Source: an optimization exercise on an open RTL-to-GDS flow (aim: small area). Production flows keep margins and buffers that such runs may drop. The RTL was checked by simulation tests, not by an equivalence proof against the original design. Power is estimated from default activity; no workload was simulated.

==> inputs of v33 <==
// dfu_unit
module dfu_unit (
    input  wire        clk,
    input  wire        rst,           
    input  wire [1:0]  mode,          
    input  wire [20:0] dec_d,         
    input  wire        sync,          
    input  wire        corr_we,
    input  wire [1:0]  corr_m,
    input  wire [15:0] corr_ofs,
    input  wire [15:0] corr_gain,
    input  wire        corr_commit,
    input  wire        in_valid,
    input  wire [11:0] in_code,
    input  wire [1:0]  in_member,
    input  wire [3:0]  in_flags,      
    output wire        o_valid,
    output wire [31:0] o_index,
    output wire [15:0] o_lo,
    output wire [15:0] o_hi,
    output wire [31:0] o_h32,
    output wire [11:0] o_p12,
    output wire [4:0]  o_flags,       
    output reg  [31:0] sat_count
);
clock: 14.0 ns
lec_check: 0
abc_area: 1
cap_margin: 20
core_margin: 2
core_utilization: 40
cts_cluster_diameter: 100
cts_cluster_size: 30
place_density: 0.6
slew_margin: 20
standard.sh (not shown) runs the stock make flow with config.mk's settings and CLKGATE_MAP_FILE= SYNTH_SCRIPT=/design/flow/synth_recipe.tcl, a recipe that flattens the netlist after the stock synthesis.
==> flow/flow/run.sh <==
#!/bin/bash
# Layout flow: the standard ORFS flow with three changes that keep the design's
# registers exactly as the standard synthesis makes them:
#  - synthesis is the standard one (synth_recipe.tcl, ABC_AREA 1) except that ABC's
#    area script maps with "amap" and leaves buffering and sizing to the placer;
#  - after synthesis, flow/polar.py moves inverters out of the netlist (full adders
#    taken in complemented form, gates swapped for complemented twins);
#  - the buffers that global placement puts on every port are buf_1.
# Each step's output goes to a log file of its own in this folder.
set -euo pipefail
export BUFFER_PORTS_ARGS="-buffer_cell sky130_fd_sc_hd__buf_1"
R=orfs/results/sky130hd/dfu_unit/base
rm -rf scripts_synth
cp -r "$FLOW_HOME/scripts" scripts_synth
printf 'strash\ndch -f\namap\ntopo\nstime -c\n' > scripts_synth/abc_area.script
bash standard.sh SCRIPTS_DIR="$PWD/scripts_synth" synth > flow_synth.log 2>&1
cp "$R/1_2_yosys.v" synth_netlist.v
python3 flow/polar.py synth_netlist.v "$R/1_2_yosys.v" > flow_polar.log 2>&1
rm -f "$R/1_synth.odb" "$R/1_synth.sdc"
bash standard.sh finish > flow_layout.log 2>&1
Other scripts of this flow, unchanged in this note and not shown: flow/flow/polar.py
==> v2: changes against v33 <==
- CTS_BUF_LIST: default -> sky130_fd_sc_hd__clkbuf_8
- CTS_CLUSTER_DIAMETER: 100 -> 60
- CTS_CLUSTER_SIZE: 30 -> 16
==> v17: changes against v33 <==
- CTS_CLUSTER_DIAMETER: 100 -> 80
==> comparison table <==
metric                                                            v17             v33              v2
Status                                                 finished clean  finished clean  finished clean
Static power due to leakage                                  11.94 nW        11.86 nW        11.98 nW
Comb power frac                                                 0.552           0.562           0.561
Clock-cell share of area                                      0.03243         0.02713         0.02919
Worst Clk Skew                                             0.03793 ns      0.02960 ns      0.05117 ns
Routed wl met2                                               33030 um        33770 um        33800 um
Utilization of the core after routing                          0.4550          0.4518          0.4539
Source of the worst hold timing path                       p_flags[0]      p_flags[1]      p_flags[0]
Post-route design area                                    28700 sq um     28500 sq um     28630 sq um
Avg Vias per Cell                                               5.431           5.477           5.442
Final routed wire length divided by cell count               20.33 um        20.57 um        20.33 um
Via count of the first global-routing pass                      18920           18770           19150
Worst vdd rail ir drop                                      0.2112 mV       0.2252 mV       0.2737 mV
Transition time at the pin with the least slew margin        1.010 ns       0.9935 ns       0.9849 ns
Sequential Area                                           11240 sq um     11240 sq um     11240 sq um
Met1 WL                                                      28530 um        27940 um        28660 um
First DRT Iteration DRCs                                         1526            1855            1557
Synthesis-to-finish area growth                                12.28%          11.50%          12.01%
Relative slew margins                                          0.3243          0.3347          0.3413
GR Layer Usage met1                                            0.2680          0.2678          0.2672

* * *

==> build 54 <==
Another version of the RTL of dfu_unit (not shown whole).
Design dfu_unit, start of the top module:
module dfu_unit (
    input  wire        clk,
    input  wire        rst,           
    input  wire [1:0]  mode,          
    input  wire [20:0] dec_d,         
    input  wire        sync,          
    input  wire        corr_we,
    input  wire [1:0]  corr_m,
    input  wire [15:0] corr_ofs,
    input  wire [15:0] corr_gain,
    input  wire        corr_commit,
    input  wire        in_valid,
    input  wire [11:0] in_code,
    input  wire [1:0]  in_member,
    input  wire [3:0]  in_flags,      
    output wire        o_valid,
    output wire [31:0] o_index,
    output wire [15:0] o_lo,
    output wire [15:0] o_hi,
    output wire [31:0] o_h32,
    output wire [11:0] o_p12,
    output wire [4:0]  o_flags,       
    output reg  [31:0] sat_count
);
    localparam M_SAMPLE = 2'd0, M_PEAK = 2'd1, M_ENV = 2'd2, M_HIRES = 2'd3;
    genvar gi;
    integer i;
    reg [15:0] sh_ofs  [0:3];
    reg [15:0] ef_ofs  [0:3];
    reg [15:0] sh_gain [0:3];
    reg [15:0] ef_gain [0:3];
    reg [3:0]  sh_def, ef_def;
    reg        commit_d;
    wire [3:0] wr;
    generate for (gi = 0; gi < 4; gi = gi + 1) begin : g_corr
        assign wr[gi] = corr_we & (corr_m == gi);
        wire [15:0] sh_ofs_n = sh_ofs[gi] ^ ({16{wr[gi]}} & (sh_ofs[gi] ^ corr_ofs));
        always @(posedge clk) begin
            sh_ofs[gi] <= sh_ofs_n;
            if (corr_commit) ef_ofs[gi] <= sh_ofs_n;
            if (wr[gi]) sh_gain[gi] <= corr_gain;
            if (commit_d) ef_gain[gi] <= sh_gain[gi];
        end
    end endgenerate
    always @(posedge clk) begin
        commit_d <= corr_commit;
        if (rst) begin
            sh_def <= 4'hf;
            ef_def <= 4'hf;
        end else begin
            sh_def <= sh_def & ~wr;
            if (corr_commit) ef_def <= sh_def & ~wr;
        end
    end
    wire        dflt = ef_def[in_member];
    wire [15:0] ofs  = dflt ? 16'd0 : ef_ofs[in_member];
    wire [16:0] y1;
    dfu_add #(.W(17)) u_sub (
        .a({in_code[11], in_code, 4'b0000}), .b(~{ofs[15], ofs}), .ci(1'b1), .s(y1), .co());
    reg [16:0] p_y1;
    reg [1:0]  p_m;
    reg        p_dflt;
    reg [3:0]  p_flags;
    reg        p_valid, p_sync;
    always @(posedge clk) begin
        p_y1    <= y1;
        p_m     <= in_member;
        p_dflt  <= dflt;
        p_flags <= in_flags;
        if (rst) begin
  ...
==> flow/config.mk <==
export PLATFORM = sky130hd
export DESIGN_NAME = dfu_unit
export DESIGN_NICKNAME = dfu_unit
export VERILOG_FILES = /design/flow/design.v
export SDC_FILE = /design/flow/constraint.sdc
export NUM_CORES = 4
export LEC_CHECK = 0
export CAP_MARGIN = 20
export CORE_MARGIN = 2
export CORE_UTILIZATION = 40
export PLACE_DENSITY = 0.6
export SLEW_MARGIN = 20
==> flow/constraint.sdc <==
create_clock -name core_clock -period 14.0 [get_ports {clk}]
set_input_delay 2.8000 -clock core_clock [delete_from_list [all_inputs] [get_ports {clk}]]
set_output_delay 2.8000 -clock core_clock [all_outputs]
set_load 0.01 [all_outputs]
==> flow/flow/run.sh <==
#!/bin/bash
# Layout flow: the standard ORFS flow (standard synthesis, floorplan, power grid,
# tap cells, placement, CTS, routing), with the port buffers that global placement
# inserts on every input and output made the smallest buffer cell, buf_1.
set -euo pipefail
export BUFFER_PORTS_ARGS="-buffer_cell sky130_fd_sc_hd__buf_1"
bash standard.sh finish > standard_flow.log 2>&1
==> build 6: changes against build 54 <==
--- a/flow/config.mk
+++ b/flow/config.mk
@@ -6,7 +6,10 @@
 export NUM_CORES = 4
 export LEC_CHECK = 0
+export ABC_AREA = 1
 export CAP_MARGIN = 20
 export CORE_MARGIN = 2
 export CORE_UTILIZATION = 40
+export CTS_CLUSTER_DIAMETER = 80
+export CTS_CLUSTER_SIZE = 30
 export PLACE_DENSITY = 0.6
 export SLEW_MARGIN = 20
==> build 5: changes against build 54 <==
==> flow/run.sh (new file) <==
#!/bin/bash
# synth_recipe.tcl (not shown) runs the flow's synth.tcl, then flattens the netlist and writes it again
# the make line also repeats each setting of config.mk as NAME=value (left out here)
make -C /OpenROAD-flow-scripts/flow DESIGN_CONFIG=/design/flow/config.mk WORK_HOME=/design/flow/orfs CLKGATE_MAP_FILE= SYNTH_SCRIPT=/design/flow/synth_recipe.tcl finish
--- a/flow/config.mk
+++ b/flow/config.mk
@@ -8,5 +8,6 @@
 export CAP_MARGIN = 20
 export CORE_MARGIN = 2
-export CORE_UTILIZATION = 40
-export PLACE_DENSITY = 0.6
+export CORE_UTILIZATION = 65
+export CTS_BUF_LIST = sky130_fd_sc_hd__clkbuf_4
+export PLACE_DENSITY = 0.75
 export SLEW_MARGIN = 20
removed: flow/flow/run.sh
removed: flow/standard.sh
==> qor summary <==
| item | build 5 | build 54 | build 6 |
|---|---|---|---|
| Multi-In Gates | 1638 | 1638 | 1817 |
| Crit path largest cell delay | 0.54 ns | 0.61 ns | 0.33 ns |
| Compound-Gate Fraction of Synth Area | 0.0559 | 0.0559 | 0.0700 |
| Part of the power in combinational logic | 0.409 | 0.376 | 0.525 |
| Result of the run | no timing/DRC/antenna violations | no timing/DRC/antenna violations | no timing/DRC/antenna violations |
| Number of diodes added for antenna fixing | 2 | 1 | 0 |
| Worst setup slack after layout | 0.359 ns | 0.508 ns | 0.665 ns |
| Maximum clock frequency | 0.0733 GHz | 0.0741 GHz | 0.0750 GHz |
| Clock network power share | 0.237 | 0.272 | 0.161 |
| Cell total after placement | 3301 | 3612 | 4010 |
| Synth-to-Final Area Change | 17.7% | 13.0% | 10.3% |
| Static Leakage | 14.5 nW | 13.5 nW | 13.8 nW |
| Cell chosen for the clock root | clkbuf_4 | clkbuf_16 | clkbuf_16 |
| Area post-placement | 31600 um2 | 30300 um2 | 29600 um2 |
| Wire per inst | 19.4 um | 18.6 um | 16.9 um |
| Depth of the critical timing path with buffers and inverters included | 35 | 38 | 44 |
| Final-layout non-clock buffer area share | 0.0930 | 0.0400 | 0.0404 |
| Final hold slack | 0.334 ns | 0.325 ns | 0.331 ns |
| Switch share | 0.370 | 0.361 | 0.431 |
| Inverters | 309 | 309 | 552 |
| Critical R2R Capture | q_y[14]$_SDFF_PP1_ | q_y[14]$_SDFF_PP1_ | q_y[2]$_SDFF_PP1_ |
| Slowest cell on crit path | clkdlybuf4s50_1 | or4_1 | ha_2 |
| Post-route minimum period | 13.64 ns | 13.49 ns | 13.33 ns |
| Worst Max-Slew Pin Slew | 0.982 ns | 1.08 ns | 1.05 ns |
| Unique masters post-synth | 74 | 74 | 56 |
| Number of fill cells in the layout | 2827 | 6488 | 6723 |

==> static timing again, ports no longer ideal <==
No port has a modelled driver above. Below, the same layouts with a new extraction and two added sets of constraints. Step 1, drivers: a clkbuf_16 drives clk and a buf_2 each remaining input, both assumed. Step 2, shift: input delay + t, output delay - t, t = (earliest + latest rising clock arrival at the registers) / 2. This alone moves slack from input paths to output paths. Slacks: no drivers / after step 1 / after step 2; pairs: no drivers / after step 1.
run	t, ns	setup WS [ns]	worst setup path after step 2	clock arrival spread, ns	worst register clock-pin slew, ns
v33	0.626	0.786 / 0.786 / 0.786	register to register	0.032 / 0.032	0.11 / 0.11
v2	0.679	0.764 / 0.764 / 0.764	register to register	0.060 / 0.060	0.10 / 0.10
v17	0.645	0.801 / 0.801 / 0.801	register to register	0.038 / 0.038	0.11 / 0.11
build 54	0.652	0.508 / 0.487 / 0.487	input to output	0.027 / 0.026	0.07 / 0.07
build 6	0.639	0.665 / 0.644 / 0.644	input to output	0.040 / 0.041	0.11 / 0.11
build 5	0.910	0.359 / 0.334 / 0.334	input to output	0.064 / 0.064	0.08 / 0.08
After both steps every run listed still meets setup and hold. For build 5, which loses most, drivers alone change the setup slack by -0.025 ns; drivers and shift together by -0.025 ns.
